Context: an optimization exercise on an open-source flow, tuned for small area. The choices shown serve that exercise and are no tape-out recipe.
Only simulation tests tie the RTL to the original design; equivalence was not proved.
No activity file was given, so power comes from the tool's default toggle rates.

$ cat flow/standard.sh
#!/bin/bash
# synth_recipe.tcl (not shown) runs the flow's synth.tcl, then flattens the netlist and writes it again
# the make line also repeats each setting of config.mk as NAME=value (left out here)
make -C /OpenROAD-flow-scripts/flow DESIGN_CONFIG=/design/flow/config.mk WORK_HOME=/design/flow/orfs CLKGATE_MAP_FILE= SYNTH_SCRIPT=/design/flow/synth_recipe.tcl "${@:-finish}"
$ cat flow/design.v
module cle_eval (
    input  wire               clk,
    input  wire               rst,
    input  wire               start,
    output wire               ready,
    output reg                done,
    input  wire signed [31:0] y,
    input  wire signed [31:0] sp,
    input  wire signed [31:0] f,
    input  wire signed [31:0] kp,
    input  wire signed [31:0] ki,
    input  wire signed [31:0] kd,
    input  wire signed [31:0] kff,
    input  wire        [19:0] shift,
    input  wire signed [31:0] umin,
    input  wire signed [31:0] umax,
    input  wire               first,
    input  wire               held,
    input  wire               blocked,
    input  wire               bump,
    input  wire signed [63:0] iacc,
    input  wire        [4:0]  shi_last,
    input  wire signed [31:0] yprev,
    input  wire signed [31:0] u_last,
    output reg  signed [31:0] e_o,
    output reg  signed [63:0] p_o,
    output reg  signed [63:0] i_o,
    output reg  signed [63:0] d_o,
    output reg  signed [63:0] ff_o,
    output reg  signed [63:0] raw_o,
    output wire signed [31:0] u_o,
    output reg  signed [63:0] iacc_o,
    output reg         [4:0]  shi_o,
    output wire               sat_o
);
    localparam [5:0] LAST = 6'd38;
    reg        busy;
    reg  [5:0] cyc;
    assign ready = ~busy;
    wire accept = start & ~busy;
    reg         dy32;
    reg  [31:0] umn, umx;
    reg  [4:0]  shi;
    reg         r_held, r_blocked, r_bump;
    reg  [63:0] t;
    reg         ge, le, mm;
    wire [4:0] shp     = p_o[4:0];
    wire [4:0] shd     = p_o[9:5];
    wire [4:0] shf     = p_o[14:10];
    wire       r_first = p_o[15];
    assign u_o   = ge ? (le ? raw_o[31:0] : umx) : (mm ? umx : umn);
    assign sat_o = ~(ge & le);
    function [6:0] pinfo;           
        input [5:0] c;
        input       b;
        reg   [5:0] cm;
        begin
            cm = c - 6'd3;
            pinfo = 7'd0;
            if (b && c >= 6'd3 && c <= 6'd26) begin
                pinfo[6] = 1'b1;
                if (cm < 6'd6)       begin pinfo[2:0] = cm[2:0];          pinfo[3] = 1'b1; end
                else if (cm < 6'd12) begin pinfo[2:0] = cm[2:0] - 3'd6;   pinfo[4] = 1'b1; end
                else if (cm < 6'd18) begin pinfo[2:0] = cm[2:0] - 3'd4;   pinfo[5] = 1'b1; end
                else                 begin pinfo[2:0] = cm[2:0] - 3'd2;   pinfo[3] = 1'b0; end
                if (cm >= 6'd18) pinfo[5:3] = 3'b000;
            end
        end
    endfunction
    wire [6:0] pi_c = pinfo(cyc, busy);
    wire mul  = pi_c[6];
    wire m_ki = pi_c[3];
    wire m_kf = pi_c[4];
    wire m_kd = pi_c[5];
    wire m_kp = mul & ~m_ki & ~m_kf & ~m_kd;
    wire m_last = mul & (pi_c[2:0] == 3'd5);
    wire op1  = busy & (cyc == 6'd1);
    wire op2  = busy & (cyc == 6'd2);
    wire op27 = busy & (cyc == 6'd27);
    wire op28 = busy & (cyc == 6'd28);
    wire op29 = busy & (cyc == 6'd29);
    wire op30 = busy & (cyc == 6'd30);
    wire op31 = busy & (cyc == 6'd31);
    wire op32 = busy & (cyc == 6'd32);
    wire op33 = busy & (cyc == 6'd33);
    wire op34 = busy & (cyc == 6'd34);
    wire op35 = busy & (cyc == 6'd35);
    wire op36 = busy & (cyc == 6'd36);
    wire op37 = busy & (cyc == 6'd37);
    wire op38 = busy & (cyc == 6'd38);
    wire up = shi > shi_o;
    wire dn = shi < shi_o;
    wire [5:0] ncyc  = accept ? 6'd1 : (cyc + 6'd1);
    wire       nbusy = ~rst & (accept | (busy & (cyc != LAST)));
    wire [6:0] pi_n  = pinfo(ncyc, nbusy);
    wire n_mul   = pi_n[6];
    wire n_ki    = pi_n[3];
    wire n_kf    = pi_n[4];
    wire n_kd    = pi_n[5];
    wire n_kp    = n_mul & ~n_ki & ~n_kf & ~n_kd;
    wire [2:0] n_step = pi_n[2:0];
    wire n_mlast = n_mul & (n_step == 3'd5);
    wire n_op30  = nbusy & (ncyc == 6'd30);
    wire n_op31  = nbusy & (ncyc == 6'd31);
    wire [4:0] nmsh = n_kp ? shp : n_kf ? shf : n_kd ? shd : 5'd0;
    reg  [4:0] nsamt;
    reg        nsleft, nsright;
    always @* begin
        nsamt = 5'd0; nsleft = 1'b0; nsright = 1'b0;
        if (n_mlast) begin
            nsright = 1'b1; nsamt = nmsh;
        end else if (n_op30) begin
            if (r_bump)  begin nsleft  = 1'b1; nsamt = shi; end
            else if (up) begin nsleft  = 1'b1; nsamt = shi - shi_o; end
            else if (dn) begin nsright = 1'b1; nsamt = shi_o - shi; end
        end else if (n_op31) begin
            nsright = 1'b1; nsamt = shi;
        end
    end
    wire [4:0] nmm1  = nmsh - 5'd1;
    wire [2:0] nq    = nmm1 / 5'd6;
    wire [2:0] nr    = nmm1 - nq * 3'd6;
    wire       nminj = n_mul & (nmsh != 5'd0) & (n_step == 3'd5 - nq);
    reg  [4:0] samt;
    reg        sleft, sright, rcen;
    reg  [5:0] xinj;
    always @(posedge clk) begin
        samt   <= nsamt;
        sleft  <= nsleft;
        sright <= nsright;
        rcen   <= (n_op30 | n_op31) & nsright & (nsamt != 5'd0);
        xinj   <= nminj ? (6'd1 << nr) : 6'd0;
    end
    wire [4:0]  sm1 = samt - 5'd1;
    wire [63:0] rc = rcen ? (64'd1 << sm1) : 64'd0;
    function [18:0] alu_ctl;
        input [5:0] c;
        input       b;
        input       bmp;
        input       ml;
        input       mf;
        reg o1, o2, o27, o28, o29, o30, o31, o32, o33, o34, o35, o36, o37, o38;
        begin
            o1  = b & (c == 6'd1);  o2  = b & (c == 6'd2);
            o27 = b & (c == 6'd27); o28 = b & (c == 6'd28); o29 = b & (c == 6'd29);
            o30 = b & (c == 6'd30); o31 = b & (c == 6'd31); o32 = b & (c == 6'd32);
            o33 = b & (c == 6'd33); o34 = b & (c == 6'd34); o35 = b & (c == 6'd35);
            o36 = b & (c == 6'd36); o37 = b & (c == 6'd37); o38 = b & (c == 6'd38);
            alu_ctl = {
                o1,                                                
                o2,                                                
                o33 | o34 | o35 | o36 | o38,                       
                o27 | o28 | o29 | (o30 & bmp) | o31 | o32,         
                (o30 & ~bmp) | o37,                                
                ml & ~mf,                                          
                mf,                                                
                o1,                                                
                o2 | o35,                                          
                o36,                                               
                o27 | o32,                                         
                o28 | o33,                                         
                o29 | o34,                                         
                o37,                                               
                o1 | o2 | o27 | o28 | o29 | o35 | o36,             
                o1 | o2 | o27 | o28 | o29 | o35,                   
                o1 | o27 | o28 | o29 | o30 | o31 | o32 | o33 | o34 | o37,  
                o1,                                                
                ml                                                 
            };
        end
    endfunction
    reg xs_lane, xs_umx, xs_t, xs_i, xs_io, xs_t6, xs_x0;
    reg ys_rlo, ys_umn, ys_umx, ys_p, ys_d, ys_f, ys_raw, inv, cin0, sat64m, simd, mulq;
    always @(posedge clk)
        {xs_lane, xs_umx, xs_t, xs_i, xs_io, xs_t6, xs_x0,
         ys_rlo, ys_umn, ys_umx, ys_p, ys_d, ys_f, ys_raw, inv, cin0, sat64m, simd, mulq}
            <= alu_ctl(ncyc, nbusy, r_bump, n_mul, n_mul & (n_step == 3'd0));
    localparam [63:0] X0 = 64'hFFFF_FFD5_5555_5558;
    wire [63:0] x =
          ({64{xs_lane}} & {e_o, d_o[31:0]})
        | ({64{xs_umx}}  & {{32{umx[31]}}, umx})
        | ({64{xs_t}}    & t)
        | ({64{xs_io}}   & iacc_o)
        | ({64{xs_i}}    & i_o)
        | ({64{xs_t6}}   & {t[57:0], 6'd0})
        | ({64{xs_x0}}   & X0)
        | {58'd0, xinj};
    wire [63:0] yraw =
          ({64{ys_rlo}} & {raw_o[31:0], raw_o[31:0]})
        | ({64{ys_umn}} & {{32{umn[31]}}, umn})
        | ({64{ys_umx}} & {{32{umx[31]}}, umx})
        | ({64{ys_p}}   & p_o)
        | ({64{ys_d}}   & d_o)
        | ({64{ys_f}}   & ff_o)
        | ({64{ys_raw}} & raw_o)
        | rc;
    wire [63:0] yv = yraw ^ {64{inv}};
    wire [31:0] nbsrc = ({32{n_ki}} & raw_o[63:32]) | ({32{n_kp}} & p_o[63:32])
                      | ({32{n_kf}} & ff_o[63:32]) | ({32{n_kd}} & d_o[63:32]);
    wire [35:0] nb36  = {{4{nbsrc[31]}}, nbsrc};
    reg  [6:0] nbdig;
    always @* begin
        case (n_step)
            3'd0:    nbdig = {nb36[35:30], nb36[29]};
            3'd1:    nbdig = {nb36[29:24], nb36[23]};
            3'd2:    nbdig = {nb36[23:18], nb36[17]};
            3'd3:    nbdig = {nb36[17:12], nb36[11]};
            3'd4:    nbdig = {nb36[11:6],  nb36[5]};
            default: nbdig = {nb36[5:0],   1'b0};
        endcase
    end
    reg  [2:0] negb, one, two;
    reg        sa_e, sa_f, sa_d;
    integer bm;
    always @(posedge clk) begin
        for (bm = 0; bm < 3; bm = bm + 1) begin
            negb[bm] <= nbdig[2*bm+2];
            one[bm]  <= nbdig[2*bm+1] ^ nbdig[2*bm];
            two[bm]  <= (nbdig[2*bm+2] & ~nbdig[2*bm+1] & ~nbdig[2*bm]) | (~nbdig[2*bm+2] & nbdig[2*bm+1] & nbdig[2*bm]);
        end
        sa_e <= n_ki | n_kp;
        sa_f <= n_kf;
        sa_d <= n_kd & ~p_o[15];
    end
    wire [32:0] asrc = ({33{sa_e}} & {e_o[31], e_o})
                     | ({33{sa_f}} & {ff_o[31], ff_o[31:0]})
                     | ({33{sa_d}} & {dy32, d_o[31:0]});
    wire [33:0] a1 = {asrc[32], asrc};
    wire [33:0] a2 = {asrc, 1'b0};
    wire [33:0] urow0, urow1, urow2;
    genvar gm;
    generate
        for (gm = 0; gm < 3; gm = gm + 1) begin : bo
            wire [33:0] row = (({34{one[gm]}} & a1) | ({34{two[gm]}} & a2)) ^ {34{negb[gm]}};
            wire [33:0] ur  = {~row[33] & mulq, row[32:0]};
        end
    endgenerate
    assign urow0 = bo[0].ur;
    assign urow1 = bo[1].ur;
    assign urow2 = bo[2].ur;
    wire hs1 = urow0[4] ^ urow1[2];
    wire hc2 = urow0[4] & urow1[2];
    wire hs3 = urow0[5] ^ urow1[3];
    wire hc4 = urow0[5] & urow1[3];
    wire hs5 = urow0[6] ^ urow1[4];
    wire hc6 = urow0[6] & urow1[4];
    wire hs7 = urow0[7] ^ urow1[5];
    wire hc8 = urow0[7] & urow1[5];
    wire hs9 = urow0[8] ^ urow1[6];
    wire hc10 = urow0[8] & urow1[6];
    wire hs11 = urow0[9] ^ urow1[7];
    wire hc12 = urow0[9] & urow1[7];
    wire hs13 = urow0[10] ^ urow1[8];
    wire hc14 = urow0[10] & urow1[8];
    wire hs15 = urow0[11] ^ urow1[9];
    wire hc16 = urow0[11] & urow1[9];
    wire hs17 = urow0[12] ^ urow1[10];
    wire hc18 = urow0[12] & urow1[10];
    wire hs19 = urow0[13] ^ urow1[11];
    wire hc20 = urow0[13] & urow1[11];
    wire hs21 = urow0[14] ^ urow1[12];
    wire hc22 = urow0[14] & urow1[12];
    wire hs23 = urow0[15] ^ urow1[13];
    wire hc24 = urow0[15] & urow1[13];
    wire hs25 = urow0[16] ^ urow1[14];
    wire hc26 = urow0[16] & urow1[14];
    wire hs27 = urow0[17] ^ urow1[15];
    wire hc28 = urow0[17] & urow1[15];
    wire hs29 = urow0[18] ^ urow1[16];
    wire hc30 = urow0[18] & urow1[16];
    wire hs31 = urow0[19] ^ urow1[17];
    wire hc32 = urow0[19] & urow1[17];
    wire hs33 = urow0[20] ^ urow1[18];
    wire hc34 = urow0[20] & urow1[18];
    wire hs35 = urow0[21] ^ urow1[19];
    wire hc36 = urow0[21] & urow1[19];
    wire hs37 = urow0[22] ^ urow1[20];
    wire hc38 = urow0[22] & urow1[20];
    wire hs39 = urow0[23] ^ urow1[21];
    wire hc40 = urow0[23] & urow1[21];
    wire hs41 = urow0[24] ^ urow1[22];
    wire hc42 = urow0[24] & urow1[22];
    wire hs43 = urow0[25] ^ urow1[23];
    wire hc44 = urow0[25] & urow1[23];
    wire hs45 = urow0[26] ^ urow1[24];
    wire hc46 = urow0[26] & urow1[24];
    wire hs47 = urow0[27] ^ urow1[25];
    wire hc48 = urow0[27] & urow1[25];
    wire hs49 = urow0[28] ^ urow1[26];
    wire hc50 = urow0[28] & urow1[26];
    wire hs51 = urow0[29] ^ urow1[27];
    wire hc52 = urow0[29] & urow1[27];
    wire hs53 = urow0[30] ^ urow1[28];
    wire hc54 = urow0[30] & urow1[28];
    wire hs55 = urow0[31] ^ urow1[29];
    wire hc56 = urow0[31] & urow1[29];
    wire hs57 = urow0[32] ^ urow1[30];
    wire hc58 = urow0[32] & urow1[30];
    wire hs59 = urow0[33] ^ urow1[31];
    wire hc60 = urow0[33] & urow1[31];
    wire hs61 = urow0[2] ^ urow1[0];
    wire hc62 = urow0[2] & urow1[0];
    wire hs63 = urow0[3] ^ urow1[1];
    wire hc64 = urow0[3] & urow1[1];
    wire fs65 = urow2[0] ^ negb[2] ^ x[4];
    wire fc66 = (urow2[0] & negb[2]) | (urow2[0] & x[4]) | (negb[2] & x[4]);
    wire fs67 = urow2[1] ^ x[5] ^ hs3;
    wire fc68 = (urow2[1] & x[5]) | (urow2[1] & hs3) | (x[5] & hs3);
    wire fs69 = urow2[2] ^ x[6] ^ hs5;
    wire fc70 = (urow2[2] & x[6]) | (urow2[2] & hs5) | (x[6] & hs5);
    wire fs71 = urow2[3] ^ x[7] ^ hs7;
    wire fc72 = (urow2[3] & x[7]) | (urow2[3] & hs7) | (x[7] & hs7);
    wire fs73 = urow2[4] ^ x[8] ^ hs9;
    wire fc74 = (urow2[4] & x[8]) | (urow2[4] & hs9) | (x[8] & hs9);
    wire fs75 = urow2[5] ^ x[9] ^ hs11;
    wire fc76 = (urow2[5] & x[9]) | (urow2[5] & hs11) | (x[9] & hs11);
    wire fs77 = urow2[6] ^ x[10] ^ hs13;
    wire fc78 = (urow2[6] & x[10]) | (urow2[6] & hs13) | (x[10] & hs13);
    wire fs79 = urow2[7] ^ x[11] ^ hs15;
    wire fc80 = (urow2[7] & x[11]) | (urow2[7] & hs15) | (x[11] & hs15);
    wire fs81 = urow2[8] ^ x[12] ^ hs17;
    wire fc82 = (urow2[8] & x[12]) | (urow2[8] & hs17) | (x[12] & hs17);
    wire fs83 = urow2[9] ^ x[13] ^ hs19;
    wire fc84 = (urow2[9] & x[13]) | (urow2[9] & hs19) | (x[13] & hs19);
    wire fs85 = urow2[10] ^ x[14] ^ hs21;
    wire fc86 = (urow2[10] & x[14]) | (urow2[10] & hs21) | (x[14] & hs21);
    wire fs87 = urow2[11] ^ x[15] ^ hs23;
    wire fc88 = (urow2[11] & x[15]) | (urow2[11] & hs23) | (x[15] & hs23);
    wire fs89 = urow2[12] ^ x[16] ^ hs25;
    wire fc90 = (urow2[12] & x[16]) | (urow2[12] & hs25) | (x[16] & hs25);
    wire fs91 = urow2[13] ^ x[17] ^ hs27;
    wire fc92 = (urow2[13] & x[17]) | (urow2[13] & hs27) | (x[17] & hs27);
    wire fs93 = urow2[14] ^ x[18] ^ hs29;
    wire fc94 = (urow2[14] & x[18]) | (urow2[14] & hs29) | (x[18] & hs29);
    wire fs95 = urow2[15] ^ x[19] ^ hs31;
    wire fc96 = (urow2[15] & x[19]) | (urow2[15] & hs31) | (x[19] & hs31);
    wire fs97 = urow2[16] ^ x[20] ^ hs33;
    wire fc98 = (urow2[16] & x[20]) | (urow2[16] & hs33) | (x[20] & hs33);
    wire fs99 = urow2[17] ^ x[21] ^ hs35;
    wire fc100 = (urow2[17] & x[21]) | (urow2[17] & hs35) | (x[21] & hs35);
    wire fs101 = urow2[18] ^ x[22] ^ hs37;
    wire fc102 = (urow2[18] & x[22]) | (urow2[18] & hs37) | (x[22] & hs37);
    wire fs103 = urow2[19] ^ x[23] ^ hs39;
    wire fc104 = (urow2[19] & x[23]) | (urow2[19] & hs39) | (x[23] & hs39);
    wire fs105 = urow2[20] ^ x[24] ^ hs41;
    wire fc106 = (urow2[20] & x[24]) | (urow2[20] & hs41) | (x[24] & hs41);
    wire fs107 = urow2[21] ^ x[25] ^ hs43;
    wire fc108 = (urow2[21] & x[25]) | (urow2[21] & hs43) | (x[25] & hs43);
    wire fs109 = urow2[22] ^ x[26] ^ hs45;
    wire fc110 = (urow2[22] & x[26]) | (urow2[22] & hs45) | (x[26] & hs45);
    wire fs111 = urow2[23] ^ x[27] ^ hs47;
    wire fc112 = (urow2[23] & x[27]) | (urow2[23] & hs47) | (x[27] & hs47);
    wire fs113 = urow2[24] ^ x[28] ^ hs49;
    wire fc114 = (urow2[24] & x[28]) | (urow2[24] & hs49) | (x[28] & hs49);
    wire fs115 = urow2[25] ^ x[29] ^ hs51;
    wire fc116 = (urow2[25] & x[29]) | (urow2[25] & hs51) | (x[29] & hs51);
    wire fs117 = urow2[26] ^ x[30] ^ hs53;
    wire fc118 = (urow2[26] & x[30]) | (urow2[26] & hs53) | (x[30] & hs53);
    wire fs119 = urow2[27] ^ x[31] ^ hs55;
    wire fc120 = (urow2[27] & x[31]) | (urow2[27] & hs55) | (x[31] & hs55);
    wire fs121 = urow2[28] ^ x[32] ^ hs57;
    wire fc122 = (urow2[28] & x[32]) | (urow2[28] & hs57) | (x[32] & hs57);
    wire fs123 = urow2[29] ^ x[33] ^ hs59;
    wire fc124 = (urow2[29] & x[33]) | (urow2[29] & hs59) | (x[33] & hs59);
    wire fs125 = urow1[32] ^ urow2[30] ^ x[34];
    wire fc126 = (urow1[32] & urow2[30]) | (urow1[32] & x[34]) | (urow2[30] & x[34]);
    wire hs127 = urow1[33] ^ urow2[31];
    wire hc128 = urow1[33] & urow2[31];
    wire hs129 = negb[1] ^ x[2];
    wire hc130 = negb[1] & x[2];
    wire fs131 = x[3] ^ hs63 ^ hc62;
    wire fc132 = (x[3] & hs63) | (x[3] & hc62) | (hs63 & hc62);
    wire fs133 = hs1 ^ fs65 ^ hc64;
    wire fc134 = (hs1 & fs65) | (hs1 & hc64) | (fs65 & hc64);
    wire fs135 = hc2 ^ fs67 ^ fc66;
    wire fc136 = (hc2 & fs67) | (hc2 & fc66) | (fs67 & fc66);
    wire fs137 = hc4 ^ fs69 ^ fc68;
    wire fc138 = (hc4 & fs69) | (hc4 & fc68) | (fs69 & fc68);
    wire fs139 = hc6 ^ fs71 ^ fc70;
    wire fc140 = (hc6 & fs71) | (hc6 & fc70) | (fs71 & fc70);
    wire fs141 = hc8 ^ fs73 ^ fc72;
    wire fc142 = (hc8 & fs73) | (hc8 & fc72) | (fs73 & fc72);
    wire fs143 = hc10 ^ fs75 ^ fc74;
    wire fc144 = (hc10 & fs75) | (hc10 & fc74) | (fs75 & fc74);
    wire fs145 = hc12 ^ fs77 ^ fc76;
    wire fc146 = (hc12 & fs77) | (hc12 & fc76) | (fs77 & fc76);
    wire fs147 = hc14 ^ fs79 ^ fc78;
    wire fc148 = (hc14 & fs79) | (hc14 & fc78) | (fs79 & fc78);
    wire fs149 = hc16 ^ fs81 ^ fc80;
    wire fc150 = (hc16 & fs81) | (hc16 & fc80) | (fs81 & fc80);
    wire fs151 = hc18 ^ fs83 ^ fc82;
    wire fc152 = (hc18 & fs83) | (hc18 & fc82) | (fs83 & fc82);
    wire fs153 = hc20 ^ fs85 ^ fc84;
    wire fc154 = (hc20 & fs85) | (hc20 & fc84) | (fs85 & fc84);
    wire fs155 = hc22 ^ fs87 ^ fc86;
    wire fc156 = (hc22 & fs87) | (hc22 & fc86) | (fs87 & fc86);
    wire fs157 = hc24 ^ fs89 ^ fc88;
    wire fc158 = (hc24 & fs89) | (hc24 & fc88) | (fs89 & fc88);
    wire fs159 = hc26 ^ fs91 ^ fc90;
    wire fc160 = (hc26 & fs91) | (hc26 & fc90) | (fs91 & fc90);
    wire fs161 = hc28 ^ fs93 ^ fc92;
    wire fc162 = (hc28 & fs93) | (hc28 & fc92) | (fs93 & fc92);
    wire fs163 = hc30 ^ fs95 ^ fc94;
    wire fc164 = (hc30 & fs95) | (hc30 & fc94) | (fs95 & fc94);
    wire fs165 = hc32 ^ fs97 ^ fc96;
    wire fc166 = (hc32 & fs97) | (hc32 & fc96) | (fs97 & fc96);
    wire fs167 = hc34 ^ fs99 ^ fc98;
    wire fc168 = (hc34 & fs99) | (hc34 & fc98) | (fs99 & fc98);
    wire fs169 = hc36 ^ fs101 ^ fc100;
    wire fc170 = (hc36 & fs101) | (hc36 & fc100) | (fs101 & fc100);
    wire fs171 = hc38 ^ fs103 ^ fc102;
    wire fc172 = (hc38 & fs103) | (hc38 & fc102) | (fs103 & fc102);
    wire fs173 = hc40 ^ fs105 ^ fc104;
    wire fc174 = (hc40 & fs105) | (hc40 & fc104) | (fs105 & fc104);
    wire fs175 = hc42 ^ fs107 ^ fc106;
    wire fc176 = (hc42 & fs107) | (hc42 & fc106) | (fs107 & fc106);
    wire fs177 = hc44 ^ fs109 ^ fc108;
    wire fc178 = (hc44 & fs109) | (hc44 & fc108) | (fs109 & fc108);
    wire fs179 = hc46 ^ fs111 ^ fc110;
    wire fc180 = (hc46 & fs111) | (hc46 & fc110) | (fs111 & fc110);
    wire fs181 = hc48 ^ fs113 ^ fc112;
    wire fc182 = (hc48 & fs113) | (hc48 & fc112) | (fs113 & fc112);
    wire fs183 = hc50 ^ fs115 ^ fc114;
    wire fc184 = (hc50 & fs115) | (hc50 & fc114) | (fs115 & fc114);
    wire fs185 = hc52 ^ fs117 ^ fc116;
    wire fc186 = (hc52 & fs117) | (hc52 & fc116) | (fs117 & fc116);
    wire fs187 = hc54 ^ fs119 ^ fc118;
    wire fc188 = (hc54 & fs119) | (hc54 & fc118) | (fs119 & fc118);
    wire fs189 = hc56 ^ fs121 ^ fc120;
    wire fc190 = (hc56 & fs121) | (hc56 & fc120) | (fs121 & fc120);
    wire fs191 = hc58 ^ fs123 ^ fc122;
    wire fc192 = (hc58 & fs123) | (hc58 & fc122) | (fs123 & fc122);
    wire fs193 = hc60 ^ fs125 ^ fc124;
    wire fc194 = (hc60 & fs125) | (hc60 & fc124) | (fs125 & fc124);
    wire fs195 = x[35] ^ hs127 ^ fc126;
    wire fc196 = (x[35] & hs127) | (x[35] & fc126) | (hs127 & fc126);
    wire fs197 = urow2[32] ^ x[36] ^ hc128;
    wire fc198 = (urow2[32] & x[36]) | (urow2[32] & hc128) | (x[36] & hc128);
    wire hs199 = urow2[33] ^ x[37];
    wire hc200 = urow2[33] & x[37];
    wire [63:0] cs_s = {x[63], x[62], x[61], x[60], x[59], x[58], x[57], x[56], x[55], x[54], x[53], x[52], x[51], x[50], x[49], x[48], x[47], x[46], x[45], x[44], x[43], x[42], x[41], x[40], x[39], x[38], hs199, fs197, fs195, fs193, fs191, fs189, fs187, fs185, fs183, fs181, fs179, fs177, fs175, fs173, fs171, fs169, fs167, fs165, fs163, fs161, fs159, fs157, fs155, fs153, fs151, fs149, fs147, fs145, fs143, fs141, fs139, fs137, fs135, fs133, fs131, hs129, x[1], x[0]};
    wire [63:0] cs_c = {1'b0, 1'b0, 1'b0, 1'b0, 1'b0, 1'b0, 1'b0, 1'b0, 1'b0, 1'b0, 1'b0, 1'b0, 1'b0, 1'b0, 1'b0, 1'b0, 1'b0, 1'b0, 1'b0, 1'b0, 1'b0, 1'b0, 1'b0, 1'b0, 1'b0, hc200, fc198, fc196, fc194, fc192, fc190, fc188, fc186, fc184, fc182, fc180, fc178, fc176, fc174, fc172, fc170, fc168, fc166, fc164, fc162, fc160, fc158, fc156, fc154, fc152, fc150, fc148, fc146, fc144, fc142, fc140, fc138, fc136, fc134, fc132, hc130, hs61, urow0[1], urow0[0]};
    wire [63:0] ca = cs_s;
    wire [63:0] cb = cs_c | yv;
    wire        cin = cin0 | negb[0];
    wire [63:0] ag = ca & cb;
    wire [63:0] ap = ca ^ cb;
    wire [64:0] ac;
    wire [15:0] grg, grp;        
    wire [3:0]  blg, blp;        
    wire [4:0]  bc;              
    wire [3:0]  bcin;            
    assign bc[0] = cin;
    assign bcin = {bc[3], simd | bc[2], bc[1], bc[0]};
    genvar gi, gj;
    generate
        for (gi = 0; gi < 16; gi = gi + 1) begin : grp4
            assign grg[gi] = ag[4*gi+3] | (ap[4*gi+3] & ag[4*gi+2]) | (ap[4*gi+3] & ap[4*gi+2] & ag[4*gi+1])
                           | (ap[4*gi+3] & ap[4*gi+2] & ap[4*gi+1] & ag[4*gi]);
            assign grp[gi] = &ap[4*gi+3:4*gi];
        end
        for (gi = 0; gi < 4; gi = gi + 1) begin : blk
            assign blg[gi] = grg[4*gi+3] | (grp[4*gi+3] & grg[4*gi+2]) | (grp[4*gi+3] & grp[4*gi+2] & grg[4*gi+1])
                           | (grp[4*gi+3] & grp[4*gi+2] & grp[4*gi+1] & grg[4*gi]);
            assign blp[gi] = &grp[4*gi+3:4*gi];
            assign bc[gi+1] = blg[gi] | (blp[gi] & bcin[gi]);
            assign ac[16*gi] = bcin[gi];
            for (gj = 1; gj < 4; gj = gj + 1) begin : gc
                assign ac[16*gi+4*gj] = grg[4*gi+gj-1] | (grp[4*gi+gj-1] & ac[16*gi+4*gj-4]);
            end
        end
        for (gi = 0; gi < 16; gi = gi + 1) begin : bits
            for (gj = 1; gj < 4; gj = gj + 1) begin : bc3
                assign ac[4*gi+gj] = ag[4*gi+gj-1] | (ap[4*gi+gj-1] & ac[4*gi+gj-1]);
            end
        end
    endgenerate
    assign ac[64] = bc[4];
    wire [63:0] sum = ap ^ ac[63:0];
    wire        sum64 = ca[63] ^ cb[63] ^ ac[64];    
    reg lovf;
    integer k;
    always @* begin
        lovf = 1'b0;
        for (k = 1; k < 32; k = k + 1)
            if (samt >= k) lovf = lovf | (x[63-k] ^ x[63]);
        lovf = lovf & sleft;
    end
    wire ovf64   = ac[64] ^ ac[63];
    wire force64 = (sat64m & ovf64) | lovf;
    wire fneg    = lovf ? x[63] : sum64;
    wire [63:0] sv;
    assign sv[63:32] = force64 ? (fneg ? 32'h8000_0000 : 32'h7FFF_FFFF) : sum[63:32];
    assign sv[31:0]  = (force64 & ~simd) ? {32{~fneg}} : sum[31:0];
    wire dyhi = ca[31] ^ cb[31] ^ bc[2];    
    wire        lmode = sleft & (samt != 5'd0) & ~lovf;
    wire [4:0]  amt   = lmode ? (5'd0 - samt) : ((sright & ~lovf) ? samt : 5'd0);
    wire [94:0] w0    = lmode ? {sv[62:0], 32'd0} : {{31{sv[63]}}, sv};
    wire [78:0] w4    = amt[4] ? w0[94:16] : w0[78:0];
    wire [70:0] w3    = amt[3] ? w4[78:8]  : w4[70:0];
    wire [66:0] w2    = amt[2] ? w3[70:4]  : w3[66:0];
    wire [64:0] w1    = amt[1] ? w2[66:2]  : w2[64:0];
    wire [63:0] r     = amt[0] ? w1[64:1]  : w1[63:0];
    wire sgn = sum64;
    always @(posedge clk) begin
        if (rst) begin
            busy <= 1'b0;
            done <= 1'b0;
        end else begin
            done <= 1'b0;
            if (accept) begin
                busy <= 1'b1;
                cyc  <= 6'd1;
            end else if (busy) begin
                cyc <= cyc + 6'd1;
                if (cyc == LAST) begin
                    busy <= 1'b0;
                    done <= 1'b1;
                end
            end
        end
    end
    wire n_ml = n_mul & (n_step == 3'd5);
    reg we_p, we_d, we_dlo, we_f, we_raw, we_i, we_io30, we_t, we_e, op37q;
    always @(posedge clk) begin
        we_e    <= nbusy & (ncyc == 6'd1);
        we_p    <= n_ml & n_kp;
        we_d    <= n_ml & n_kd;
        we_dlo  <= (n_ml & n_kd) | (nbusy & (ncyc == 6'd1));
        we_f    <= n_ml & n_kf;
        we_raw  <= (n_ml & n_ki) | (nbusy & (ncyc == 6'd38));
        we_i    <= nbusy & (ncyc >= 6'd27) & (ncyc <= 6'd31);
        we_io30 <= nbusy & (ncyc == 6'd30) & ~r_held;
        we_t    <= (n_mul & ~n_ml) | (nbusy & (ncyc >= 6'd32) & (ncyc <= 6'd34));
        op37q   <= nbusy & (ncyc == 6'd37);
    end
    wire we_io  = we_io30 | (op37q & ~r_held & ge & le & ~r_blocked);
    wire we_sho = op37q & ~r_held;
    always @(posedge clk) begin
        e_o        <= ({32{accept}} & sp)       | ({32{we_e}}   & r[63:32]) | ({32{~accept & ~we_e}}   & e_o);
        p_o        <= ({64{accept}} & {kp, 16'd0, first, shift[19:15], shift[14:10], shift[4:0]})
                                                | ({64{we_p}}   & r)        | ({64{~accept & ~we_p}}   & p_o);
        d_o[63:32] <= ({32{accept}} & kd)       | ({32{we_d}}   & r[63:32]) | ({32{~accept & ~we_d}}   & d_o[63:32]);
        d_o[31:0]  <= ({32{accept}} & yprev)    | ({32{we_dlo}} & r[31:0])  | ({32{~accept & ~we_dlo}} & d_o[31:0]);
        ff_o       <= ({64{accept}} & {kff, f}) | ({64{we_f}}   & r)        | ({64{~accept & ~we_f}}   & ff_o);
        raw_o      <= ({64{accept}} & {ki, y})  | ({64{we_raw}} & r)        | ({64{~accept & ~we_raw}} & raw_o);
        i_o        <= ({64{accept}} & {{32{u_last[31]}}, u_last})
                                                | ({64{we_i}}   & r)        | ({64{~accept & ~we_i}}   & i_o);
        iacc_o     <= ({64{accept}} & iacc)     | ({64{we_io}}  & r)        | ({64{~accept & ~we_io}}  & iacc_o);
        shi_o      <= ({5{accept}}  & shi_last) | ({5{we_sho}}  & shi)      | ({5{~accept & ~we_sho}}  & shi_o);
    end
    always @(posedge clk) begin
        if (accept) begin
            umn <= umin;
            umx <= umax;
            shi <= shift[9:5];
            r_held <= held; r_blocked <= blocked; r_bump <= bump;
        end
        if (op1)   dy32 <= dyhi;
        if (we_t)  t  <= r;
        if (op2)   mm <= sgn;
        if (op35)  ge <= ~sgn;
        if (op36)  le <= sgn;
    end
endmodule
$ cat flow/constraint.sdc
create_clock -name core_clock -period 12.5 [get_ports {clk}]
set_input_delay 2.5000 -clock core_clock [delete_from_list [all_inputs] [get_ports {clk}]]
set_output_delay 2.5000 -clock core_clock [all_outputs]
set_load 0.01 [all_outputs]
$ cat flow/flow/run.sh
#!/bin/bash
set -euo pipefail
W=$(pwd)
# ORFS's synth.tcl, with ABC's script replaced
sed 's#^source \$::env(SCRIPTS_DIR)/synth_preamble.tcl$#&\nset abc_args [list -script '"$W"'/flow/abc_area.script {*}$lib_args {*}$lib_dont_use_args -constr $::env(OBJECTS_DIR)/abc.constr]#' \
    "$FLOW_HOME/scripts/synth.tcl" > "$W/flow_synth_main.tcl"
grep -q 'flow/abc_area.script' "$W/flow_synth_main.tcl"
# The standard flow's synthesis script, sourcing the modified synth.tcl
sed 's#^source \$::env(SCRIPTS_DIR)/synth.tcl$#source '"$W"'/flow_synth_main.tcl#' "$W/synth_recipe.tcl" > "$W/flow_synth.tcl"
grep -q 'flow_synth_main.tcl' "$W/flow_synth.tcl"
bash "$W/standard.sh" "SYNTH_SCRIPT=$W/flow_synth.tcl" \
    "BUFFER_PORTS_ARGS=-buffer_cell sky130_fd_sc_hd__buf_1" \
    "CTS_ARGS=-sink_clustering_enable -repair_clock_nets -dont_use_dummy_load" finish > "$W/flow_make.log" 2>&1
$ cat flow/flow/abc_area.script
strash
dch
map -D 9000
buffer -c
topo
upsize -c -D 9000
dnsize -c -D 9000
stime -c
$ cat flow/config.mk
export PLATFORM = sky130hd
export DESIGN_NAME = cle_eval
export DESIGN_NICKNAME = cle_eval
export VERILOG_FILES = /design/flow/design.v
export SDC_FILE = /design/flow/constraint.sdc
export NUM_CORES = 8
export LEC_CHECK = 0
export CAP_MARGIN = 20
export CORE_AREA = 2.5 2.5 457.5 247.5
export DIE_AREA = 0 0 460 250
export GPL_ROUTABILITY_DRIVEN = 0
export PLACE_DENSITY = 0.5
export SETUP_SLACK_MARGIN = 0.3
export SLEW_MARGIN = 20
==> results.py, run 1 <==
metrics = {
    "sta": {
        "timing.fmax_ghz": 0.0859,
        "setup_violations": 0,
        "finClkSkew_ps": 66.9,
        "worst_slack_ps": 854,
        "finalCritPeriodShare_pct": 93.2,
        "hold_viol": 0,
        "rsz0062_at_grt": "false",
        "setup_tns_ps": 0,
        "slew_headroom_pct": 13.2,
        "worst_slew_pin_slew_ps": 1290,
        "timing.final.crit_period_ps": 11650,
        "drv_slew": 0,
    },
    "power_and_ir_drop": {
        "p_sw_share_pct": 59.0,
        "comb_power_share_pct": 65.7,
        "intPower_mw": 5.73,
        "p_switching_mw": 8.24,
        "vdd_ir_drop_max_v": 0.000340,
        "p_seq_share_pct": 22.1,
        "p_clk_share_pct": 12.2,
        "p_leak_nw": 20.2,
        "p_per_area_nw_per_um2": 285,
    },
    "worst_setup_path": {
        "worst_ep_required_time_ps": 13090,
        "critPathMaxFanout": 34,
        "arrival_ps": 12230,
        "critPathKind": "flip-flop to flip-flop",
        "crit_path_frequent_cell": "nor2_1",
        "critical_path.slowest_cell": "a2111oi_0",
        "crit_path_start_kind": "flip-flop",
        "end_kind": "flip-flop",
        "max_stage_delay_ps": 1040,
    },
    "finish": {
        "fin_cells": 7815,
        "syn2layout_area_growth_pct": 17.3,
        "drive_gt1_share_pct": 5.17,
        "final_cell_mix": "nand2_1 (1,067), buf_1 (903), a22oi_1 (688)",
        "final_common_cell": "nand2_1",
        "finalNetCount": 7018,
    },
    "global_routing": {
        "grt_overflow": 0,
        "antenna_found_initial": 44,
        "grt_pass1_wl_mm": 378,
        "grt.total_usage_pct": 47.1,
        "use_met1_pct": 63.4,
        "top_usage_layer": "met1",
        "grt_util_met2_pct": 59.9,
        "grt_pass1_vias": 45300,
        "grt_use_met3_pct": 25.6,
        "grt_max_degree": 96,
    },
    "routing": {
        "drcViolationCount": 0,
        "dr.pass1.iters": 11,
        "drt-initial-drc-count": 10200,
        "viasPerCell": 6.57,
        "wire_per_inst_um": 36.6,
        "vias": 51300,
        "drtAntennaViolNets": 0,
        "drt-total-wl_mm": 286,
    },
    "place": {
        "hpwl_mm": 228,
        "dp.cells": 7719,
        "io_buffers": 903,
        "dp_slack_ps": 1020,
    },
    "floorplan": {
        "start_util_pct": 37.9,
        "dieHeight_um": 250,
        "placementRows": 89,
        "io_pins": 904,
        "core_area_um2": 110000,
        "die_area_um2": 115000,
        "die_w_um": 460,
    },
    "logic_synthesis": {
        "synth_edf_count": 146,
        "post_synth_instance_area_um2": 41700,
        "ys_ff_latch": 620,
        "synthArstFlopShare_pct": 0,
        "syn-num-nets": 6229,
        "synth_area_per_cell_um2": 7.54,
        "synth_warnings": 1,
        "yosysSeqAreaShare_pct": 33.2,
        "synth_cell_types": 46,
        "syn_inst": 5537,
        "synth_ff_type": "dfxtp_1",
    },
    "cts": {
        "htreeDepth": 2,
        "cts_setup_buffers": 0,
        "cts.path.max_buffers": 3,
        "cts_sinks": 620,
        "clockRootBuffer": "clkbuf_16",
        "cts_tree": "built",
        "clk_latency_ps": 710,
        "cts_buffers": 61,
        "clk_pin_slew_ps": 70,
    },
    "hold_path": {
        "hold_path.class": "flip-flop to flip-flop",
    },
    "job": {
        "max-cap-violations": 0,
    },
    "status": {
        "status": "finished clean",
    },
}
worst paths after layout:
path | from | slack, ps | cells past startpoint | end
setup / recovery | ys_f | 850 | 56 | raw_o[30]
hold / removal | shi_o[4] | 470 | 2 | shi_o[4]
hold reg to reg | shi_o[4] | 470 | 2 | shi_o[4]
setup reg to reg | ys_f | 850 | 56 | raw_o[30]
synthesized netlist by cell type, drive strengths merged, types with 4 or more instances:
cell | n | area (µm²)
inv | 566 | 2120
nand3 | 103 | 515
a211oi | 13 | 97.6
nor2 | 354 | 1330
a221o | 4 | 40.0
a221oi | 32 | 280
nand4 | 39 | 244
nand2 | 1070 | 4020
a2111oi | 9 | 78.8
o21ai | 628 | 3140
edfxtp | 146 | 4380
o221ai | 58 | 508
o22ai | 92 | 576
o2111a | 7 | 78.8
or2 | 7 | 43.8
fa | 114 | 2280
a31oi | 16 | 100
o21a | 4 | 30.0
a21oi | 235 | 1180
o2111ai | 23 | 201
mux2i | 51 | 510
o211ai | 42 | 315
xor2 | 160 | 1400
nor4 | 26 | 163
ha | 130 | 1630
dfxtp | 474 | 9490
clkbuf | 350 | 1310
clkinv | 17 | 63.8
xnor2 | 8 | 70.1
a22oi | 688 | 5160
buf | 35 | 135
nor3 | 17 | 85.1
and3 | 4 | 25.0
repair_timing:
item                       CTS  global route
hold endpoints to repair     0             0
hold buffers                 0             0
setup endpoints to repair    0           185
resized for setup            0            15
area by class of cell:
type	instances	area, µm²
antenna	35	87.6
fill	11600	61100
tap	1456	1820
multi-input combinational	3949	24400
timing repair buffer	1111	5020
inverter	583	2190
sequential	620	13900
clock buffer	61	1530
power groups by stage:
stage / registers, mW / logic, mW / clock network [mW]
finish: 3.08 / 9.18 / 1.71
floorplan: 2.83 / 4.01 / 0
global placement: 3.06 / 8.37 / 0
detailed placement: 3.05 / 8.39 / 0
global route: 3.05 / 9.36 / 1.76
CTS: 3.01 / 8.43 / 1.69
stage by stage:
step / total power, mW / hold slack, ps / util (%) / cell area (µm²)
after floorplan: 6.84 / 412 / - / 41700
after global placement: 11.4 / 457 / 43.0 / 47300
after detailed placement: 11.4 / 459 / 43.0 / 47300
after CTS: 13.1 / 469 / 44.4 / 48800
after global routing: 14.2 / 481 / 44.4 / 48900
final: 14.0 / 474 / 44.5 / 48900
kinds of logic (layout without fill, tap and decap cells):
| group | Yosys count | after routing | share of synthesized area, % |
|---|---|---|---|
| AOI/OAI and AO/OA | 1864 | 1864 | 28.5 |
| and+or+nand+nor | 1622 | 1622 | 15.4 |
| buffers and inverters | 968 | 1755 | 8.72 |
| DFF | 620 | 620 | 33.2 |
| adders and majority gates | 244 | 244 | 9.37 |
| xor gates and xnor gates | 168 | 168 | 3.53 |
| muxes | 51 | 51 | 1.22 |
| other | 0 | 35 | 0 |
critical path, delay by kind of cell, from the launching register on:
kind / cells / cell delay, ps
AO/OA/AOI/OAI: 18 / 5300
flip-flops: 1 / 320
AND/OR/NAND/NOR: 20 / 2170
adder cells (fa/ha/maj): 4 / 1490
buffers and inverters: 13 / 2100
XOR/XNOR: 1 / 130
routing by layer:
layer | share of wire, % | up-vias
met2 | 37 | 4710
li1 | - | 21000
met5 | 0.078 | -
met1 | 39 | 24800
met3 | 18 | 800
met4 | 5.8 | 30
flip-flops by register name (all words and copies together) (netlist names), 3 cells and up:
name	flops
cyc	6
d_o	64
e_o	32
ff_o	64
i_o	64
iacc_o	64
negb	3
one	3
p_o	64
raw_o	64
samt	5
shi	5
shi_o	5
t	64
two	3
umn	32
umx	32
xinj	6
==> inputs of run 2 (changes only) <==
--- a/flow/config.mk
+++ b/flow/config.mk
@@ -10,5 +10,5 @@
 export DIE_AREA = 0 0 460 250
 export GPL_ROUTABILITY_DRIVEN = 0
-export PLACE_DENSITY = 0.5
+export PLACE_DENSITY = 0.55
 export SETUP_SLACK_MARGIN = 0.3
 export SLEW_MARGIN = 20
==> results.py, run 2 <==
metrics = {
    "global_routing": {
        "grt.total_usage_pct": 46.0,
        "grt_pass1_wl_mm": 372,
        "grt_pass1_vias": 45700,
        "grt_max_degree": 92,
        "antenna_found_initial": 33,
        "grt_overflow": 0,
    },
    "logic_synthesis": {
        "synth_warnings": 1,
        "synth_cell_types": 46,
        "syn-num-nets": 6229,
        "yosysMostFrequentCell": "nand2_1",
        "synth_ff_type": "dfxtp_1",
        "post_synth_instance_area_um2": 41700,
        "synthTopCellsByArea": "dfxtp_1 (23%), a22oi_1 (12%), edfxtp_1 (11%), nand2_1 (9.6%), o21ai_0 (7.5%)",
        "synth_area_per_cell_um2": 7.54,
        "synth_top_area_cell": "dfxtp_1",
        "ys_ff_latch": 620,
        "synthArstFlopShare_pct": 0,
        "yosysSeqAreaShare_pct": 33.2,
        "ys_top_cells_by_count": "nand2_1 (1,070), a22oi_1 (688), o21ai_0 (623), inv_1 (560), dfxtp_1 (474)",
        "syn_inst": 5537,
        "synth_edf_count": 146,
        "synth_top_cell_area_share_pct": 22.7,
    },
    "floorplan": {
        "placementRows": 89,
        "dieHeight_um": 250,
        "die_w_um": 460,
        "start_util_pct": 37.9,
        "die_area_um2": 115000,
        "io_pins": 904,
        "core_area_um2": 110000,
    },
    "hold_path": {
        "worstHoldPathCells": 1,
        "hold_path.class": "flip-flop to flip-flop",
        "min_to": "we_io30",
        "hp-start": "r_held",
    },
    "worst_setup_path": {
        "end_kind": "flip-flop",
        "regToRegEndpoint": "raw_o[30]",
        "arrival_ps": 12600,
        "critical_path.slowest_cell": "dfxtp_1",
        "crit_path_frequent_cell": "nor2_1",
        "crit_path_start_kind": "flip-flop",
        "max_stage_delay_ps": 930,
        "r2r_start": "e_o[8]",
        "critPathKind": "flip-flop to flip-flop",
        "critPathMaxFanout": 29,
        "worst_ep_required_time_ps": 13110,
        "rr_worst_depth": 53,
        "ff2ff_setup_slack_ps": 500,
    },
    "routing": {
        "viasPerCell": 6.66,
        "wire_per_inst_um": 35.8,
        "drcViolationCount": 0,
        "drtAntennaViolNets": 0,
        "dr.pass1.iters": 10,
        "vias": 52000,
        "drt-initial-drc-count": 10500,
        "drt-total-wl_mm": 279,
    },
    "finish": {
        "seqCellArea_um2": 13900,
        "syn2layout_area_growth_pct": 17.0,
        "drive_gt1_share_pct": 5.01,
        "final_common_cell": "nand2_1",
        "fill_cells": 11600,
        "multi_input_area_um2": 24400,
        "finalNetCount": 7005,
        "final_area_um2": 48800,
        "final_cell_mix": "nand2_1 (1,068), buf_1 (903), a22oi_1 (687)",
    },
    "sta": {
        "worst_slew_pin_slew_ps": 1260,
        "finClkSkew_ps": 73.6,
        "slew_headroom_pct": 16.0,
        "finalCritPeriodShare_pct": 96.0,
        "hold_viol": 0,
        "hold_slack_ps": 465,
        "timing.fmax_ghz": 0.0834,
        "setup_tns_ps": 0,
        "drv_slew": 0,
        "setup_violations": 0,
        "rsz0062_at_grt": "false",
        "timing.final.crit_period_ps": 12000,
    },
    "cts": {
        "clockRootBuffer": "clkbuf_16",
        "cts_hold_buf": 0,
        "clk_latency_ps": 720,
        "htreeDepth": 2,
        "cts.path.max_buffers": 3,
        "cts_buffers": 61,
        "cts_sinks": 620,
        "cts_tree": "built",
        "clk_pin_slew_ps": 70,
    },
    "power_and_ir_drop": {
        "p_leak_nw": 20.1,
        "vdd_ir_drop_max_v": 0.000485,
        "p_per_area_nw_per_um2": 284,
    },
    "job": {
        "max-cap-violations": 0,
    },
    "status": {
        "status": "finished clean",
    },
    "place": {
        "place_area_um2": 47100,
        "hpwl_mm": 222,
        "io_buffers": 903,
    },
}
-- run 2: cell families (layout without fill, tap and decap cells) --
logic type / count (synthesis) / count (layout) / share of synthesized area (%)
AOI/OAI and AO/OA: 1864 / 1864 / 28.5
DFF: 620 / 620 / 33.2
other: 0 / 42 / 0
xor gates and xnor gates: 168 / 168 / 3.53
muxes: 51 / 51 / 1.22
adders and majority gates: 244 / 244 / 9.37
buffers and inverters: 968 / 1742 / 8.72
and+or+nand+nor: 1622 / 1622 / 15.4
-- run 2: worst max path at each step --
stage / startpoint / to / slack, ps / depth (start not counted)
after floorplan: we_e / d_o[49] / 2780 / 59
after global placement: xs_io / raw_o[30] / 480 / 57
after detailed placement: sa_e / raw_o[30] / 560 / 61
after CTS: sa_e / raw_o[30] / 500 / 61
after global routing: d_o[6] / raw_o[30] / 330 / 61
final: e_o[8] / raw_o[30] / 500 / 53
-- run 2: power by group --
part           leakage [nW]  internal [mW]  total [mW]  switching [mW]
combinational          14.0           2.31        9.03            6.73
clock                 0.752          0.848        1.71           0.864
sequential             5.36           2.50        3.12           0.620
total                  20.1           5.65        13.9            8.21
-- run 2: routing by layer --
layer,global-route usage (%),vias up,part of all wire [%]
met5,0,-,0.10
li1,-,21000,-
met2,58.8,5012,36
met1,58.3,25000,37
met4,22.5,24,6.7
met3,30.0,986,20
-- run 2: per-stage QoR --
step                utilization (%)  setup WS [ps]  cells  total power, mW
floorplan                         -           2780   5537             6.84
global placement               42.8            475   7703             11.2
detailed placement             42.8            556   7703             11.3
CTS                            44.2            500   7764             12.9
global route                   44.3            327   7774             14.0
finish                         44.4            504   7809             13.9
-- run 2: timing repair --
action                     in CTS  in global routing
gates resized for setup         0                 19
setup endpoints to repair       0                238
setup buffers                   0                  1
-- run 2: critical path, delay by kind of cell, from the launching register on --
family	cells	cell delay [ps]
compound gates	16	3490
simple gates	17	2780
fa+ha+maj	7	2510
buf+inv	9	1390
flops	1	930
mux	2	400
xor+xnor	2	380
-- run 2: final cells by class --
cell class | instances | area share (%)
inverter | 583 | 4.50
timing repair buffer | 1098 | 9.98
sequential | 620 | 28.5
tap | 1456 | 3.73
clock buffer | 61 | 3.13
antenna | 42 | 0.215
multi-input combinational | 3949 | 50.0
==> inputs of run 3 (changes only) <==
--- a/flow/config.mk
+++ b/flow/config.mk
@@ -7,8 +7,7 @@
 export LEC_CHECK = 0
 export CAP_MARGIN = 20
-export CORE_AREA = 2.5 2.5 457.5 247.5
-export DIE_AREA = 0 0 460 250
-export GPL_ROUTABILITY_DRIVEN = 0
-export PLACE_DENSITY = 0.55
+export CORE_AREA = 2.5 2.5 417.5 217.5
+export DIE_AREA = 0 0 420 220
+export PLACE_DENSITY = 0.65
 export SETUP_SLACK_MARGIN = 0.3
 export SLEW_MARGIN = 20
==> results.py, run 3 <==
metrics = {
    "status": {
        "status": "finished clean",
    },
    "routing": {
        "drt-total-wl_mm": 289,
        "wl_met2_mm": 100,
        "met1Wirelength_mm": 103,
        "wire_per_inst_um": 38.1,
        "highest_layer": "met5",
        "drtAntennaViolNets": 0,
        "dr.pass1.iters": 15,
        "wl_met3_mm": 63.0,
        "drt-initial-drc-count": 12100,
        "drcViolationCount": 0,
        "viasPerCell": 7.11,
        "vias": 53900,
    },
    "floorplan": {
        "die_w_um": 420,
        "start_util_pct": 47.5,
        "placementRows": 78,
        "core_area_um2": 87900,
        "dieHeight_um": 220,
        "io_pins": 904,
        "die_area_um2": 92400,
    },
    "worst_setup_path": {
        "max_stage_delay_ps": 660,
        "crit_path_start_kind": "flip-flop",
        "worst_ep_required_time_ps": 13120,
        "end_kind": "flip-flop",
        "arrival_ps": 12130,
        "regToRegEndpoint": "raw_o[34]",
        "ff2ff_setup_slack_ps": 990,
        "critical_path.slowest_cell": "dfxtp_1",
        "critPathKind": "flip-flop to flip-flop",
        "r2r_start": "e_o[6]",
        "rr_worst_depth": 59,
        "critPathMaxFanout": 29,
        "crit_path_frequent_cell": "nor2_1",
    },
    "hold_path": {
        "hold_path.class": "flip-flop to flip-flop",
        "worstHoldPathCells": 2,
        "hp-start": "shi_o[4]",
        "min_to": "shi_o[4]",
    },
    "logic_synthesis": {
        "synth_top_cell_area_share_pct": 22.7,
        "synth_edf_count": 146,
        "synthTopCellsByArea": "dfxtp_1 (23%), a22oi_1 (12%), edfxtp_1 (11%), nand2_1 (9.6%), o21ai_0 (7.5%)",
        "post_synth_instance_area_um2": 41700,
        "synth_ff_type": "dfxtp_1",
        "synth_area_per_cell_um2": 7.54,
        "synth_warnings": 1,
        "ys_top_cells_by_count": "nand2_1 (1,070), a22oi_1 (688), o21ai_0 (623), inv_1 (560), dfxtp_1 (474)",
        "ys_ff_latch": 620,
        "synth_cell_types": 46,
        "yosysSeqAreaShare_pct": 33.2,
        "syn_inst": 5537,
        "synth_top_area_cell": "dfxtp_1",
        "syn-num-nets": 6229,
        "synthArstFlopShare_pct": 0,
        "yosysMostFrequentCell": "nand2_1",
    },
    "global_routing": {
        "grt.total_usage_pct": 59.6,
        "grt_max_degree": 88,
        "grt_overflow": 0,
        "grt_pass1_vias": 46000,
        "antenna_found_initial": 48,
        "grt_pass1_wl_mm": 380,
    },
    "cts": {
        "clockRootBuffer": "clkbuf_16",
        "cts_tree": "built",
        "clk_pin_slew_ps": 70,
        "clk_latency_ps": 720,
        "cts_sinks": 620,
        "cts_buffers": 58,
        "htreeDepth": 2,
        "cts.path.max_buffers": 3,
    },
    "power_and_ir_drop": {
        "finalPower_mw": 14.6,
        "p_per_area_nw_per_um2": 299,
        "comb_power_share_pct": 67.6,
        "p_sw_share_pct": 60.1,
        "p_clk_share_pct": 11.2,
        "p_switching_mw": 8.78,
        "p_leak_nw": 20.2,
        "vdd_ir_drop_max_v": 0.000426,
        "intPower_mw": 5.84,
        "p_seq_share_pct": 21.3,
    },
    "sta": {
        "finalCritPeriodShare_pct": 92.0,
        "slew_headroom_pct": 9.32,
        "worst_slack_ps": 994,
        "rsz0062_at_grt": "false",
        "worst_slew_pin_slew_ps": 1350,
        "setup_tns_ps": 0,
        "drv_slew": 0,
        "timing.fmax_ghz": 0.0869,
        "setup_violations": 0,
        "hold_viol": 0,
        "timing.final.crit_period_ps": 11510,
        "finClkSkew_ps": 79.6,
    },
    "place": {
        "io_buffers": 903,
        "place_area_um2": 47200,
        "routabilityCongestion": 1.19,
        "dp_slack_ps": 963,
        "hpwl_mm": 229,
    },
    "finish": {
        "final_core_util_pct": 55.6,
        "final_cell_mix": "nand2_1 (1,065), buf_1 (903), a22oi_1 (688)",
        "finalNetCount": 7024,
        "fill_cells": 8380,
        "final_area_um2": 48900,
        "final_common_cell": "nand2_1",
        "drive_gt1_share_pct": 5.55,
        "syn2layout_area_growth_pct": 17.1,
    },
    "job": {
        "max-cap-violations": 0,
    },
}
[run 3: cell counts after synthesis]
Identical to the previous run, type by type.
[run 3: layer usage]
metal / up-vias / track usage [%]
met5: - / 6.30
met4: 68 / 29.8
met3: 1472 / 43.4
met2: 6062 / 73.3
met1: 25300 / 74.4
li1: 21000 / -
[run 3: power by group through the flow]
stage | Combinational, mW | Clock [mW] | Sequential (mW)
after floorplan | 4.01 | 0 | 2.83
after global placement | 8.63 | 0 | 3.05
after detailed placement | 8.65 | 0 | 3.05
after CTS | 8.68 | 1.59 | 3.01
after global routing | 9.78 | 1.67 | 3.05
final | 9.88 | 1.63 | 3.11
[run 3: through the flow]
step,hold slack [ps],cells
floorplan,412,5537
global placement,447,7468
detailed placement,463,7468
CTS,472,7526
global route,487,7535
finish,478,7581
[run 3: worst max-delay path, delay by kind of cell (launching register included)]
kind / cells / cell delay [ps]
buffers and inverters: 12 / 1740
muxes: 1 / 220
AOI/OAI and AO/OA: 17 / 3120
and+or+nand+nor: 20 / 2790
adders and majority gates: 7 / 2550
DFF: 1 / 660
xor gates and xnor gates: 2 / 350
[run 3: layout make-up]
cell class                      count  area, µm²  area share, %
Multi-Input combinational cell   3949      24500           50.1
Sequential cell                   620      13900           28.4
Timing Repair Buffer             1120       5220           10.7
Inverter                          583       2190           4.49
Tap cell                         1200       1500           3.07
Clock buffer                       58       1450           2.97
Antenna cell                       51        128          0.261
[run 3: what timing repair did]
item,CTS,global route
endpoints found under the setup margin,0,472
setup buffers,0,2
gates resized for setup,0,30
hold buffers,0,0
[run 3: worst max path at each step]
stage               slack, ps    from         to  depth (start not counted)
finish                    990  e_o[6]  raw_o[34]                         59
detailed placement        960    sa_d  raw_o[30]                         56
CTS                       890    sa_f  raw_o[30]                         56
floorplan                2780    we_e    d_o[49]                         59
global placement          960    sa_f  raw_o[30]                         56
global route              320    sa_e   ff_o[21]                         60
[run 3: cells by family after synthesis]
| logic type | after synthesis | synth area share, % |
|---|---|---|
| compound gates | 1864 | 28.5 |
| xor+xnor | 168 | 3.53 |
| fa+ha+maj | 244 | 9.37 |
| buf+inv | 968 | 8.72 |
| flops | 620 | 33.2 |
| mux | 51 | 1.22 |
| simple gates | 1622 | 15.4 |
==> inputs of run 4 (changes only) <==
--- a/flow/flow/run.sh
+++ b/flow/flow/run.sh
@@ -11,3 +11,3 @@
 bash "$W/standard.sh" "SYNTH_SCRIPT=$W/flow_synth.tcl" \
     "BUFFER_PORTS_ARGS=-buffer_cell sky130_fd_sc_hd__buf_1" \
-    "CTS_ARGS=-sink_clustering_enable -repair_clock_nets -dont_use_dummy_load" finish > "$W/flow_make.log" 2>&1
+    "CTS_ARGS=-sink_clustering_enable -repair_clock_nets -dont_use_dummy_load -sink_clustering_size 25 -sink_clustering_max_diameter 50" finish > "$W/flow_make.log" 2>&1
--- a/flow/config.mk
+++ b/flow/config.mk
@@ -7,7 +7,8 @@
 export LEC_CHECK = 0
 export CAP_MARGIN = 20
-export CORE_AREA = 2.5 2.5 417.5 217.5
-export DIE_AREA = 0 0 420 220
-export PLACE_DENSITY = 0.65
+export CORE_AREA = 2.5 2.5 457.5 247.5
+export DIE_AREA = 0 0 460 250
+export GPL_ROUTABILITY_DRIVEN = 0
+export PLACE_DENSITY = 0.55
 export SETUP_SLACK_MARGIN = 0.3
 export SLEW_MARGIN = 20
==> results.py, run 4 <==
metrics = {
    "status": {
        "status": "finished clean",
    },
    "floorplan": {
        "die_area_um2": 115000,
        "start_util_pct": 37.9,
        "core_area_um2": 110000,
        "dieHeight_um": 250,
        "io_pins": 904,
        "die_w_um": 460,
        "placementRows": 89,
    },
    "routing": {
        "drt-initial-drc-count": 10200,
        "drcViolationCount": 0,
        "drtAntennaViolNets": 0,
        "viasPerCell": 6.62,
        "wire_per_inst_um": 35.7,
        "drt-total-wl_mm": 278,
        "vias": 51500,
        "dr.pass1.iters": 10,
    },
    "cts": {
        "clk_pin_slew_ps": 100,
        "cts_tree": "built",
        "cts_buffers": 51,
        "htreeDepth": 2,
        "clockRootBuffer": "clkbuf_16",
        "cts.path.max_buffers": 3,
        "cts_hold_buf": 0,
        "clk_latency_ps": 730,
        "cts_sinks": 620,
    },
    "logic_synthesis": {
        "post_synth_instance_area_um2": 41700,
        "synth_area_per_cell_um2": 7.54,
        "syn-num-nets": 6229,
        "synth_warnings": 1,
        "synth_xor_xnor_area_share_pct": 3.53,
        "synth-compound-area-share_pct": 28.5,
        "synthTopCellsByArea": "dfxtp_1 (23%), a22oi_1 (12%), edfxtp_1 (11%), nand2_1 (9.6%), o21ai_0 (7.5%)",
        "synth-simple-area-share_pct": 15.4,
        "synth_edf_count": 146,
        "ys_top_cells_by_count": "nand2_1 (1,070), a22oi_1 (688), o21ai_0 (623), inv_1 (560), dfxtp_1 (474)",
        "synth_top_cell_area_share_pct": 22.7,
        "synth_top_family_by_area": "compound AO/OA/AOI/OAI gates",
        "synth_ff_type": "dfxtp_1",
        "synthAdderAreaFrac_pct": 9.37,
        "yosysSeqAreaShare_pct": 33.2,
        "yosysMostFrequentCell": "nand2_1",
        "synthArstFlopShare_pct": 0,
        "synthMuxAreaShare_pct": 1.22,
        "syn_inst": 5537,
        "synth_top_area_cell": "dfxtp_1",
        "ys_ff_latch": 620,
        "synth_cell_types": 46,
    },
    "finish": {
        "drive_gt1_share_pct": 4.89,
        "final_cell_mix": "nand2_1 (1,068), buf_1 (903), a22oi_1 (687)",
        "finalNetCount": 6995,
        "syn2layout_area_growth_pct": 16.4,
        "final_common_cell": "nand2_1",
        "fin_cells": 7792,
    },
    "sta": {
        "worst_slack_ps": 483,
        "rsz0062_at_grt": "false",
        "hold_viol": 0,
        "timing.final.crit_period_ps": 12020,
        "worst_slew_pin_slew_ps": 1290,
        "drv_slew": 0,
        "slew_headroom_pct": 13.4,
        "setup_tns_ps": 0,
        "finClkSkew_ps": 128,
        "setup_violations": 0,
        "timing.fmax_ghz": 0.0832,
        "finalCritPeriodShare_pct": 96.1,
    },
    "global_routing": {
        "grt_pass1_wl_mm": 371,
        "grt_max_degree": 92,
        "grt.total_usage_pct": 45.9,
        "grt_pass1_vias": 45600,
        "grt_overflow": 0,
        "antenna_found_initial": 30,
    },
    "power_and_ir_drop": {
        "intPower_mw": 5.52,
        "p_clk_share_pct": 11.2,
        "comb_power_share_pct": 66.0,
        "vdd_ir_drop_max_v": 0.000492,
        "p_sw_share_pct": 59.7,
        "p_switching_mw": 8.16,
        "p_seq_share_pct": 22.8,
        "p_per_area_nw_per_um2": 282,
        "p_leak_nw": 20.0,
    },
    "job": {
        "max-cap-violations": 0,
    },
    "worst_setup_path": {
        "arrival_ps": 12540,
        "critical_path.slowest_cell": "a2111oi_1",
        "end_kind": "flip-flop",
        "rr_worst_depth": 59,
        "worst_ep_required_time_ps": 13020,
        "critPathKind": "flip-flop to flip-flop",
        "max_stage_delay_ps": 1050,
        "crit_path_start_kind": "flip-flop",
        "regToRegEndpoint": "raw_o[30]",
        "critPathMaxFanout": 29,
        "crit_path_frequent_cell": "nor2_1",
        "ff2ff_setup_slack_ps": 480,
        "r2r_start": "we_e",
    },
    "place": {
        "dp_slack_ps": 556,
        "io_buffers": 903,
        "hpwl_mm": 222,
        "dp.cells": 7703,
    },
    "hold_path": {
        "min_to": "we_io30",
        "worstHoldPathCells": 1,
        "hold_path.class": "flip-flop to flip-flop",
        "hp-start": "r_held",
    },
}
[run 4: cell counts after synthesis]
No cell type changed its count.
[run 4: worst max path at each step]
stage,start,end,depth (start not counted)
after floorplan,we_e,d_o[49],59
after global placement,xs_io,raw_o[30],57
after detailed placement,sa_e,raw_o[30],61
after CTS,sa_e,raw_o[30],61
after global routing,sa_f,raw_o[30],61
final,we_e,raw_o[30],59
[run 4: per-stage QoR]
step | instance area [µm²] | power (mW) | utilization, % | hold WS, ps
detailed placement | 47100 | 11.3 | 42.8 | 447
CTS | 48400 | 12.8 | 44.0 | 465
global placement | 47100 | 11.2 | 42.8 | 448
finish | 48600 | 13.7 | 44.1 | 476
floorplan | 41700 | 6.84 | - | 412
global route | 48500 | 13.8 | 44.1 | 484
[run 4: power groups by stage]
stage	Combinational (mW)	Sequential (mW)	Clock (mW)
global route	9.13	3.08	1.58
finish	9.03	3.12	1.54
detailed placement	8.20	3.07	0
floorplan	4.01	2.83	0
global placement	8.17	3.08	0
CTS	8.23	3.03	1.50
[run 4: critical path, delay by kind of cell, from the launching register on]
kind                       cells  cell delay (ps)
buffers and inverters         14             2010
DFF                            1              520
xor gates and xnor gates       1              180
AOI/OAI and AO/OA             16             4610
adders and majority gates      4             1250
muxes                          1              320
and+or+nand+nor               23             2930
[run 4: what timing repair did]
item,in CTS,in global routing
buffers inserted,0,1
gates resized for setup,0,20
endpoints found under the setup margin,0,202
[run 4: final cells by class]
cell class | instances | area [µm²]
inverters | 583 | 2200
flip-flops and latches | 620 | 13900
fillers | 11700 | 61500
well taps | 1456 | 1820
repair buffers | 1098 | 4870
clock buffers | 51 | 1280
multi-input cells | 3949 | 24400
diodes | 35 | 87.6
[run 4: metal layers]
metal | GRT usage [%] | part of all wire [%] | vias up
met5 | 1.95 | 0.16 | -
met4 | 23.3 | 6.8 | 30
met3 | 29.2 | 20 | 983
met2 | 58.2 | 36 | 4990
met1 | 58.5 | 37 | 24600
li1 | - | - | 20900
[run 4: cell families (layout without fill, tap and decap cells)]
kind of cell | count (synthesis) | count (layout)
DFF | 620 | 620
muxes | 51 | 51
and+or+nand+nor | 1622 | 1622
xor gates and xnor gates | 168 | 168
buffers and inverters | 968 | 1732
AOI/OAI and AO/OA | 1864 | 1864
adders and majority gates | 244 | 244
other | 0 | 35

re-timing with driven ports:
Ports are ideal in the flow. The routed layouts listed here were re-timed in OpenROAD.
Step 1, drivers: a clkbuf_16 drives clk and a buf_2 each remaining input, both assumed.
Step 2, shift: input delay + t, output delay - t, t = (earliest + latest rising clock arrival at the registers) / 2. This alone moves slack from input paths to output paths.
a / b / c = ideal ports / drivers / drivers and shift; a / b = the first two.
| run | shift t [ns] | setup WS [ns] | latest minus earliest clock arrival (ns) | slew at the worst register clock pin (ns) |
|---|---|---|---|---|
| run 1 | 0.760 | 0.854 / 0.854 / 0.854 | 0.067 / 0.067 | 0.08 / 0.08 |
| run 2 | 0.764 | 0.504 / 0.504 / 0.504 | 0.074 / 0.073 | 0.08 / 0.08 |
| run 3 | 0.760 | 0.994 / 0.994 / 0.994 | 0.080 / 0.079 | 0.08 / 0.08 |
| run 4 | 0.743 | 0.483 / 0.483 / 0.483 | 0.128 / 0.128 | 0.11 / 0.11 |
After both steps every run listed still meets setup and hold.
